This is an optimization exercise on Yosys and OpenROAD, whose aim is small area and a short achievable clock period, not a production implementation. In this exercise RTL edits were held to simulation tests only and were not proved equivalent to the original. Power figures rest on the tool's default switching activity, not on a simulated workload.

==> juniper: inputs <==
## skl_lane_fma
module skl_lane_fma (
    input  wire        clk,
    input  wire        rst,        
    input  wire        in_valid,
    input  wire [1:0]  op,         
    input  wire [31:0] a,
    input  wire [31:0] b,
    input  wire [31:0] c,
    output reg         out_valid,
    output wire [31:0] result
);
==> flow/config.mk <==
export PLATFORM = sky130hd
export DESIGN_NAME = skl_lane_fma
export DESIGN_NICKNAME = skl_lane_fma
export VERILOG_FILES = /design/flow/design.v
export SDC_FILE = /design/flow/constraint.sdc
export NUM_CORES = 4
export LEC_CHECK = 0
export CAP_MARGIN = 20
export CORE_MARGIN = 2
export CORE_UTILIZATION = 55
export CTS_CLUSTER_DIAMETER = 150
export CTS_CLUSTER_SIZE = 20
export PLACE_DENSITY = 0.75
export SETUP_SLACK_MARGIN = 5.0
export SLEW_MARGIN = 20
export SYNTH_HIERARCHICAL = 1
export SYNTH_MINIMUM_KEEP_SIZE = 0
==> flow/constraint.sdc <==
create_clock -name core_clock -period 9.0 [get_ports {clk}]
set_input_delay 1.8000 -clock core_clock [delete_from_list [all_inputs] [get_ports {clk}]]
set_output_delay 1.8000 -clock core_clock [all_outputs]
set_load 0.01 [all_outputs]
run.sh (not shown) runs the stock make flow with config.mk's settings and CLKGATE_MAP_FILE= SYNTH_SCRIPT=/design/flow/synth_recipe.tcl, a recipe that flattens the netlist after the stock synthesis.
==> inputs of lagoon, as changes to juniper <==
--- a/flow/design.v
+++ b/flow/design.v
@@ -42,66 +42,75 @@
         reg [11:0] btwo;
         assign s0_two = btwo;
         reg [12:0] bone;
         assign s0_one = bone;
         wire [11:0] sh;
         assign s0_sh = sh;
         wire [7:0] lim_c;
         assign s0_limc = lim_c;
-        wire [31:0] xa = a;
-        wire [31:0] xb = op[1] ? 32'h3F800000 : b;      
-        wire [31:0] xc = (op == 2'd1) ? 32'h80000000 :   
-                         (op == 2'd3) ? {~c[31], c[30:0]} : c;
-        wire       sa = xa[31], sb = xb[31], sc = xc[31];
-        wire [7:0] ea = xa[30:23], eb = xb[30:23], ec = xc[30:23];
-        wire [22:0] fa = xa[22:0], fb = xb[22:0], fc = xc[22:0];
+        wire       is_mul = (op == 2'd1);
+        wire       one_b  = op[1];                     
+        wire       neg_c  = (op == 2'd3);
+        wire       sa = a[31];
+        wire [7:0] ea = a[30:23], eb = b[30:23], ec = c[30:23];
+        wire [22:0] fa = a[22:0], fb = b[22:0], fc = c[22:0];
         wire a_nan = (ea == 8'hFF) && (fa != 0);
-        wire b_nan = (eb == 8'hFF) && (fb != 0);
-        wire c_nan = (ec == 8'hFF) && (fc != 0);
         wire a_inf = (ea == 8'hFF) && (fa == 0);
-        wire b_inf = (eb == 8'hFF) && (fb == 0);
-        wire c_inf = (ec == 8'hFF) && (fc == 0);
         wire a_zero = (ea == 8'h00) && (fa == 0);
-        wire b_zero = (eb == 8'h00) && (fb == 0);
-        assign c_zero = (ec == 8'h00) && (fc == 0);
+        wire b_nan = ~one_b && (eb == 8'hFF) && (fb != 0);
+        wire b_inf = ~one_b && (eb == 8'hFF) && (fb == 0);
+        wire b_zero = ~one_b && (eb == 8'h00) && (fb == 0);
+        wire c_nan = ~is_mul && (ec == 8'hFF) && (fc != 0);
+        wire c_inf = ~is_mul && (ec == 8'hFF) && (fc == 0);
+        assign c_zero = is_mul || ((ec == 8'h00) && (fc == 0));
+        wire sb = ~one_b & b[31];
+        wire sc = is_mul | (c[31] ^ neg_c);
         assign sp = sa ^ sb;
         assign sub = sp ^ sc;
         wire p_inf = a_inf | b_inf;
         assign p_zero = a_zero | b_zero;
         assign nan = a_nan | b_nan | c_nan
                    | (a_inf & b_zero) | (b_inf & a_zero)
                    | (p_inf & c_inf & (sp != sc));
         assign inf = p_inf | c_inf;
         assign inf_sign = p_inf ? sp : sc;
         assign zsign = ((p_zero & c_zero) | (sp == sc)) & sp & sc;
         assign ma = {ea != 0, fa};
         wire [23:0] mb = {eb != 0, fb};
-        assign mc = {ec != 0, fc};
+        assign mc = {ec != 0, fc} & {24{~is_mul}};
         wire [7:0]  Ea = {ea[7:1], ea[0] | ~|ea};
         wire [7:0]  Eb = {eb[7:1], eb[0] | ~|eb};
         wire [7:0]  Ec = {ec[7:1], ec[0] | ~|ec};
         wire [26:0] bx = {2'b00, mb, 1'b0};            
         integer bi;
         always @(*) begin
             for (bi = 0; bi < 12; bi = bi + 1) begin
                 bneg[bi] = bx[2*bi+2];
                 bone[bi] = bx[2*bi+1] ^ bx[2*bi];
                 btwo[bi] = (bx[2*bi+2] & ~bx[2*bi+1] & ~bx[2*bi])
                          | (~bx[2*bi+2] & bx[2*bi+1] & bx[2*bi]);
             end
             bone[12] = mb[23];
+            if (one_b) begin
+                bneg = 12'h800; btwo = 12'h800; bone = 13'h1000;
+            end
         end
         wire [11:0] x1 = {4'd0, Ea}, x2 = {4'd0, Eb}, x3 = ~{4'd0, Ec};
         wire [11:0] k1 = 12'hF9D;                      
         wire [11:0] u1 = x1 ^ x2 ^ x3;
         wire [11:0] v1 = {(x1[10:0] & x2[10:0]) | (x1[10:0] & x3[10:0]) | (x2[10:0] & x3[10:0]), 1'b0};
         wire [11:0] u2 = u1 ^ v1 ^ k1;
         wire [11:0] v2 = {(u1[10:0] & v1[10:0]) | (u1[10:0] & k1[10:0]) | (v1[10:0] & k1[10:0]), 1'b0};
-        assign sh = u2 + v2;
+        wire [11:0] sh_b = u2 + v2;
+        wire [11:0] k3 = 12'd28;                       
+        wire [11:0] u3 = x1 ^ x3 ^ k3;
+        wire [11:0] v3 = {(x1[10:0] & x3[10:0]) | (x1[10:0] & k3[10:0]) | (x3[10:0] & k3[10:0]), 1'b0};
+        wire [11:0] sh_1 = u3 + v3;
+        assign sh = one_b ? sh_1 : sh_b;
         assign lim_c = Ec - 8'd1;
     end endgenerate
     reg        r1_valid;
     reg        r1_nan, r1_inf, r1_inf_sign, r1_zsign, r1_sub, r1_sp;
     reg        r1_pzero, r1_czero;
     reg [23:0] r1_ma, r1_mc;
     reg [11:0] r1_neg, r1_two;
     reg [12:0] r1_one;
@@ -175,17 +184,17 @@
         assign pp9 = {g_pp[9].g_b[24].pb, g_pp[9].g_b[23].pb, g_pp[9].g_b[22].pb, g_pp[9].g_b[21].pb, g_pp[9].g_b[20].pb, g_pp[9].g_b[19].pb, g_pp[9].g_b[18].pb, g_pp[9].g_b[17].pb, g_pp[9].g_b[16].pb, g_pp[9].g_b[15].pb, g_pp[9].g_b[14].pb, g_pp[9].g_b[13].pb, g_pp[9].g_b[12].pb, g_pp[9].g_b[11].pb, g_pp[9].g_b[10].pb, g_pp[9].g_b[9].pb, g_pp[9].g_b[8].pb, g_pp[9].g_b[7].pb, g_pp[9].g_b[6].pb, g_pp[9].g_b[5].pb, g_pp[9].g_b[4].pb, g_pp[9].g_b[3].pb, g_pp[9].g_b[2].pb, g_pp[9].g_b[1].pb, g_pp[9].g_b[0].pb};
         assign pp10 = {g_pp[10].g_b[24].pb, g_pp[10].g_b[23].pb, g_pp[10].g_b[22].pb, g_pp[10].g_b[21].pb, g_pp[10].g_b[20].pb, g_pp[10].g_b[19].pb, g_pp[10].g_b[18].pb, g_pp[10].g_b[17].pb, g_pp[10].g_b[16].pb, g_pp[10].g_b[15].pb, g_pp[10].g_b[14].pb, g_pp[10].g_b[13].pb, g_pp[10].g_b[12].pb, g_pp[10].g_b[11].pb, g_pp[10].g_b[10].pb, g_pp[10].g_b[9].pb, g_pp[10].g_b[8].pb, g_pp[10].g_b[7].pb, g_pp[10].g_b[6].pb, g_pp[10].g_b[5].pb, g_pp[10].g_b[4].pb, g_pp[10].g_b[3].pb, g_pp[10].g_b[2].pb, g_pp[10].g_b[1].pb, g_pp[10].g_b[0].pb};
         assign pp11 = {g_pp[11].g_b[24].pb, g_pp[11].g_b[23].pb, g_pp[11].g_b[22].pb, g_pp[11].g_b[21].pb, g_pp[11].g_b[20].pb, g_pp[11].g_b[19].pb, g_pp[11].g_b[18].pb, g_pp[11].g_b[17].pb, g_pp[11].g_b[16].pb, g_pp[11].g_b[15].pb, g_pp[11].g_b[14].pb, g_pp[11].g_b[13].pb, g_pp[11].g_b[12].pb, g_pp[11].g_b[11].pb, g_pp[11].g_b[10].pb, g_pp[11].g_b[9].pb, g_pp[11].g_b[8].pb, g_pp[11].g_b[7].pb, g_pp[11].g_b[6].pb, g_pp[11].g_b[5].pb, g_pp[11].g_b[4].pb, g_pp[11].g_b[3].pb, g_pp[11].g_b[2].pb, g_pp[11].g_b[1].pb, g_pp[11].g_b[0].pb};
         wire        sh_neg = sh[11];
         wire        sh_big = ~sh_neg & |sh[10:7];
         wire        anchor = p_zero | (~c_zero & sh_neg);
         wire [6:0]  shc = (sh_big ? 7'h7F : sh[6:0]) & {7{~(anchor | sh_neg)}};
         wire [10:0] lim_p = sh[10:0] + {3'd0, lim_c};
-        assign lim = anchor ? {3'd0, lim_c} : lim_p;
+        assign lim = anchor ? {3'd0, lim_c & {8{~c_zero}}} : lim_p;
         wire [76:0] csh = {mc, 53'd0} >> shc;
         reg  [23:0] jmask;
         integer ji;
         always @(*)
             for (ji = 0; ji < 24; ji = ji + 1)
                 jmask[ji] = (shc >= ji + 53);
         wire        jam = |(mc & jmask) | csh[0];
         wire [77:0] aw = {sub, {csh[76:1], jam} ^ {77{sub}}};
@@ -1850,22 +1859,21 @@
         wire [77:0] Gp = {pg_G6_77, pg_G7_76, pg_G6_75, pg_G7_74, pg_G6_73, pg_G7_72, pg_G6_71, pg_G7_70, pg_G6_69, pg_G7_68, pg_G6_67, pg_G7_66, pg_G6_65, pg_G7_64, pg_G5_63, pg_G7_62, pg_G5_61, pg_G7_60, pg_G5_59, pg_G7_58, pg_G5_57, pg_G7_56, pg_G5_55, pg_G7_54, pg_G5_53, pg_G7_52, pg_G5_51, pg_G7_50, pg_G5_49, pg_G7_48, pg_G5_47, pg_G7_46, pg_G5_45, pg_G7_44, pg_G5_43, pg_G7_42, pg_G5_41, pg_G7_40, pg_G5_39, pg_G7_38, pg_G5_37, pg_G7_36, pg_G5_35, pg_G7_34, pg_G5_33, pg_G7_32, pg_G4_31, pg_G7_30, pg_G4_29, pg_G7_28, pg_G4_27, pg_G7_26, pg_G4_25, pg_G7_24, pg_G4_23, pg_G7_22, pg_G4_21, pg_G7_20, pg_G4_19, pg_G7_18, pg_G4_17, pg_G7_16, pg_G3_15, pg_G7_14, pg_G3_13, pg_G7_12, pg_G3_11, pg_G7_10, pg_G3_9, pg_G7_8, pg_G2_7, pg_G7_6, pg_G2_5, pg_G7_4, pg_G1_3, pg_G7_2, pg_G0_1, pg_g0[0]};
         wire [77:0] Pp = {pg_P6_77, pg_P7_76, pg_P6_75, pg_P7_74, pg_P6_73, pg_P7_72, pg_P6_71, pg_P7_70, pg_P6_69, pg_P7_68, pg_P6_67, pg_P7_66, pg_P6_65, pg_P7_64, pg_P5_63, pg_P7_62, pg_P5_61, pg_P7_60, pg_P5_59, pg_P7_58, pg_P5_57, pg_P7_56, pg_P5_55, pg_P7_54, pg_P5_53, pg_P7_52, pg_P5_51, pg_P7_50, pg_P5_49, pg_P7_48, pg_P5_47, pg_P7_46, pg_P5_45, pg_P7_44, pg_P5_43, pg_P7_42, pg_P5_41, pg_P7_40, pg_P5_39, pg_P7_38, pg_P5_37, pg_P7_36, pg_P5_35, pg_P7_34, pg_P5_33, pg_P7_32, pg_P4_31, pg_P7_30, pg_P4_29, pg_P7_28, pg_P4_27, pg_P7_26, pg_P4_25, pg_P7_24, pg_P4_23, pg_P7_22, pg_P4_21, pg_P7_20, pg_P4_19, pg_P7_18, pg_P4_17, pg_P7_16, pg_P3_15, pg_P7_14, pg_P3_13, pg_P7_12, pg_P3_11, pg_P7_10, pg_P3_9, pg_P7_8, pg_P2_7, pg_P7_6, pg_P2_5, pg_P7_4, pg_P1_3, pg_P7_2, pg_P0_1, pg_p0[0]};
         wire        xneg = pg_p0[77] ^ Gp[76];           
         wire        neg  = sub & xneg;
         wire        inc  = sub & ~xneg;                 
         wire [76:0] cin  = {Gp[75:0] | (Pp[75:0] & {76{inc}}), inc};
         wire [76:0] mg   = pg_p0[76:0] ^ cin ^ {77{neg}};
         assign sign = sp ^ neg;
-        wire [77:0] zr = ~(ra | rb);
         wire [78:0] tn = {1'b0, pg_p0};                
-        wire [77:0] gm = {pg_g0[76:0], 1'b0};          
-        wire [77:0] zm = {zr[76:0], 1'b1};             
-        wire [77:0] fa = (tn[78:1] & ((pg_g0 & ~zm) | (zr & ~gm)))
-                       | (~tn[78:1] & ((zr & ~zm) | (pg_g0 & ~gm)));
+        wire [77:0] tm = {pg_p0[76:0], 1'b0};          
+        wire [77:0] am = {ra[76:0], 1'b0};             
+        wire [77:0] fx = ra ^ am;
+        wire [77:0] fa = ~pg_p0 & (tm | (fx ^ tn[78:1]));
         reg  [76:0] lmark;
         integer li;
         always @(*)
             for (li = 0; li < 77; li = li + 1)
                 lmark[li] = (lim == 76 - li);
         wire [76:0] lzin = {fa[77] | fa[76], fa[75:0]} | lmark;
         wire lz_z1 = ~(lzin[76] | lzin[75]);
         wire lz_z2 = ~(lzin[74] | lzin[73]);
==> flow/flow/run.sh (new file) <==
#!/bin/bash
# The standard layout (standard.sh, all steps through finish), with one change:
# buffer_ports gives every input and output port a sky130_fd_sc_hd__buf_2 instead of
# the delay-cell buffer it picks by default. The make output goes to flow_make.log;
# each ORFS step keeps its own log under orfs/logs/.
set -euo pipefail
bash standard.sh "BUFFER_PORTS_ARGS=-buffer_cell sky130_fd_sc_hd__buf_2" finish > flow_make.log 2>&1
==> flow/standard.sh (new file) <==
#!/bin/bash
# synth_recipe.tcl (not shown) runs the flow's synth.tcl, then flattens the netlist and writes it again
# the make line also repeats each setting of config.mk as NAME=value (left out here)
make -C /OpenROAD-flow-scripts/flow DESIGN_CONFIG=/design/flow/config.mk WORK_HOME=/design/flow/orfs CLKGATE_MAP_FILE= SYNTH_SCRIPT=/design/flow/synth_recipe.tcl "${@:-finish}"
removed: flow/run.sh
==> inputs of onyx, as changes to juniper <==
--- a/flow/design.v
+++ b/flow/design.v
@@ -1850,22 +1850,21 @@
         wire [77:0] Gp = {pg_G6_77, pg_G7_76, pg_G6_75, pg_G7_74, pg_G6_73, pg_G7_72, pg_G6_71, pg_G7_70, pg_G6_69, pg_G7_68, pg_G6_67, pg_G7_66, pg_G6_65, pg_G7_64, pg_G5_63, pg_G7_62, pg_G5_61, pg_G7_60, pg_G5_59, pg_G7_58, pg_G5_57, pg_G7_56, pg_G5_55, pg_G7_54, pg_G5_53, pg_G7_52, pg_G5_51, pg_G7_50, pg_G5_49, pg_G7_48, pg_G5_47, pg_G7_46, pg_G5_45, pg_G7_44, pg_G5_43, pg_G7_42, pg_G5_41, pg_G7_40, pg_G5_39, pg_G7_38, pg_G5_37, pg_G7_36, pg_G5_35, pg_G7_34, pg_G5_33, pg_G7_32, pg_G4_31, pg_G7_30, pg_G4_29, pg_G7_28, pg_G4_27, pg_G7_26, pg_G4_25, pg_G7_24, pg_G4_23, pg_G7_22, pg_G4_21, pg_G7_20, pg_G4_19, pg_G7_18, pg_G4_17, pg_G7_16, pg_G3_15, pg_G7_14, pg_G3_13, pg_G7_12, pg_G3_11, pg_G7_10, pg_G3_9, pg_G7_8, pg_G2_7, pg_G7_6, pg_G2_5, pg_G7_4, pg_G1_3, pg_G7_2, pg_G0_1, pg_g0[0]};
         wire [77:0] Pp = {pg_P6_77, pg_P7_76, pg_P6_75, pg_P7_74, pg_P6_73, pg_P7_72, pg_P6_71, pg_P7_70, pg_P6_69, pg_P7_68, pg_P6_67, pg_P7_66, pg_P6_65, pg_P7_64, pg_P5_63, pg_P7_62, pg_P5_61, pg_P7_60, pg_P5_59, pg_P7_58, pg_P5_57, pg_P7_56, pg_P5_55, pg_P7_54, pg_P5_53, pg_P7_52, pg_P5_51, pg_P7_50, pg_P5_49, pg_P7_48, pg_P5_47, pg_P7_46, pg_P5_45, pg_P7_44, pg_P5_43, pg_P7_42, pg_P5_41, pg_P7_40, pg_P5_39, pg_P7_38, pg_P5_37, pg_P7_36, pg_P5_35, pg_P7_34, pg_P5_33, pg_P7_32, pg_P4_31, pg_P7_30, pg_P4_29, pg_P7_28, pg_P4_27, pg_P7_26, pg_P4_25, pg_P7_24, pg_P4_23, pg_P7_22, pg_P4_21, pg_P7_20, pg_P4_19, pg_P7_18, pg_P4_17, pg_P7_16, pg_P3_15, pg_P7_14, pg_P3_13, pg_P7_12, pg_P3_11, pg_P7_10, pg_P3_9, pg_P7_8, pg_P2_7, pg_P7_6, pg_P2_5, pg_P7_4, pg_P1_3, pg_P7_2, pg_P0_1, pg_p0[0]};
         wire        xneg = pg_p0[77] ^ Gp[76];           
         wire        neg  = sub & xneg;
         wire        inc  = sub & ~xneg;                 
         wire [76:0] cin  = {Gp[75:0] | (Pp[75:0] & {76{inc}}), inc};
         wire [76:0] mg   = pg_p0[76:0] ^ cin ^ {77{neg}};
         assign sign = sp ^ neg;
-        wire [77:0] zr = ~(ra | rb);
         wire [78:0] tn = {1'b0, pg_p0};                
-        wire [77:0] gm = {pg_g0[76:0], 1'b0};          
-        wire [77:0] zm = {zr[76:0], 1'b1};             
-        wire [77:0] fa = (tn[78:1] & ((pg_g0 & ~zm) | (zr & ~gm)))
-                       | (~tn[78:1] & ((zr & ~zm) | (pg_g0 & ~gm)));
+        wire [77:0] tm = {pg_p0[76:0], 1'b0};          
+        wire [77:0] am = {ra[76:0], 1'b0};             
+        wire [77:0] fx = ra ^ am;
+        wire [77:0] fa = ~pg_p0 & (tm | (fx ^ tn[78:1]));
         reg  [76:0] lmark;
         integer li;
         always @(*)
             for (li = 0; li < 77; li = li + 1)
                 lmark[li] = (lim == 76 - li);
         wire [76:0] lzin = {fa[77] | fa[76], fa[75:0]} | lmark;
         wire lz_z1 = ~(lzin[76] | lzin[75]);
         wire lz_z2 = ~(lzin[74] | lzin[73]);
==> flow/flow/run.sh (new file) <==
#!/bin/bash
# The standard layout (standard.sh, all steps through finish), with one change:
# buffer_ports gives every input and output port a sky130_fd_sc_hd__buf_2 instead of
# the delay-cell buffer it picks by default. The make output goes to flow_make.log;
# each ORFS step keeps its own log under orfs/logs/.
set -euo pipefail
bash standard.sh "BUFFER_PORTS_ARGS=-buffer_cell sky130_fd_sc_hd__buf_2" finish > flow_make.log 2>&1
==> flow/standard.sh (new file) <==
#!/bin/bash
# synth_recipe.tcl (not shown) runs the flow's synth.tcl, then flattens the netlist and writes it again
# the make line also repeats each setting of config.mk as NAME=value (left out here)
make -C /OpenROAD-flow-scripts/flow DESIGN_CONFIG=/design/flow/config.mk WORK_HOME=/design/flow/orfs CLKGATE_MAP_FILE= SYNTH_SCRIPT=/design/flow/synth_recipe.tcl "${@:-finish}"
removed: flow/run.sh
==> reports/qor.yml <==
floorplan:
  core_region_area_um2: 69900
  die_area_um2: 72600
global_routing:
  met2_usage: 0.540
  grt_max_degree: 61
setup_path:
  path_max_fanout: 28
  startpoint: "r1_sh[8]"
  worstPathRequired_ps: 9440
yosys:
  postSynthCellCount: 4428
  syn-cell-area_um2: 38700
  synth-simple-area-share: 0.131
timing:
  holdWs_ps: 329
  maxSlewHeadroom: 0.246
pwr:
  seqPwrFrac: 0.190
  finalPower_mw: 18.2
  sw_frac_of_total: 0.509
  pg_clk_mw: 1.09
routing:
  routed.top_layer: "met5"
layout:
  layout_common_cells: "xnor2_1, nor2_1, dfxtp_1"
  seq_share: 0.183
  utilization: 0.627
status:
  status: "timing/DRC/antenna clean"
placement:
  place_area_um2: 40000
(the above is from lagoon)
==> reports/qor.yml <==
status:
  status: "timing/DRC/antenna clean"
layout:
  seq_share: 0.183
  stdcell_count: 5317
  layout_common_cells: "xnor2_1, dfxtp_1, nor2_1"
  utilization: 0.622
pwr:
  sw_frac_of_total: 0.509
  seqPwrFrac: 0.188
  pg_clk_mw: 1.06
  finalPower_mw: 18.3
placement:
  place_area_um2: 40100
setup_path:
  startpoint: "op[1]"
  regToRegSetupSlack_ps: 4880
  worstPathRequired_ps: 9530
  path_max_fanout: 7
global_routing:
  grt_max_degree: 66
  met2_usage: 0.558
timing:
  holdWs_ps: 325
  maxSlewHeadroom: 0.214
floorplan:
  core_region_area_um2: 70000
yosys:
  syn-cell-area_um2: 38900
  postSynthCellCount: 4384
routing:
  routed.top_layer: "met4"
(the above is from onyx)
==> reports/qor.yml <==
global_routing:
  met2_usage: 0.581
  busiest_layer: "met2"
routing:
  routed.top_layer: "met5"
layout:
  clock_area_frac: 0.0130
  seq_share: 0.172
  utilization: 0.654
  layout_common_cells: "xnor2_1, nand2_1, inv_1"
setup_path:
  startpoint: "op[1]"
  path_max_fanout: 5
  worstPathRequired_ps: 9540
timing:
  maxSlewHeadroom: 0.279
  holdWs_ps: 330
pwr:
  seqPwrFrac: 0.180
  finalPower_mw: 19.5
  sw_frac_of_total: 0.515
  pg_clk_mw: 1.07
floorplan:
  core_region_area_um2: 71700
status:
  status: "timing/DRC/antenna clean"
yosys:
  syn-cell-area_um2: 40000
worst_hold_path:
  hold_depth: 0
(the above is from juniper)

-- what the ideal ports hide --
The results above use ideal ports. As a check the final layouts listed here were re-extracted and re-timed, cells and wires unchanged. Step 1 (the two cells are an assumption about what drives the block):
set clk [get_ports {clk}]
set_driving_cell -lib_cell sky130_fd_sc_hd__clkbuf_16 $clk
set_driving_cell -lib_cell sky130_fd_sc_hd__buf_2 [delete_from_list [all_inputs] $clk]
Step 2, shift: input delay + t, output delay - t, t = (earliest + latest rising clock arrival at the registers) / 2. This alone moves slack from input paths to output paths. Three values: ideal, step 1, step 2; two values: the first two.
run | t, ns | slack for setup (ns) | slew at the worst register clock pin (ns)
juniper | 0.659 | 4.874 / 4.764 / 4.105 | 0.10 / 0.10
lagoon | 0.664 | 4.621 / 4.621 / 4.098 | 0.10 / 0.10
onyx | 0.655 | 4.689 / 4.610 / 3.956 | 0.10 / 0.10
After both steps setup and hold are still met in every run listed. For juniper, which loses most, drivers alone change the setup slack by -0.110 ns; drivers and shift together by -0.769 ns.
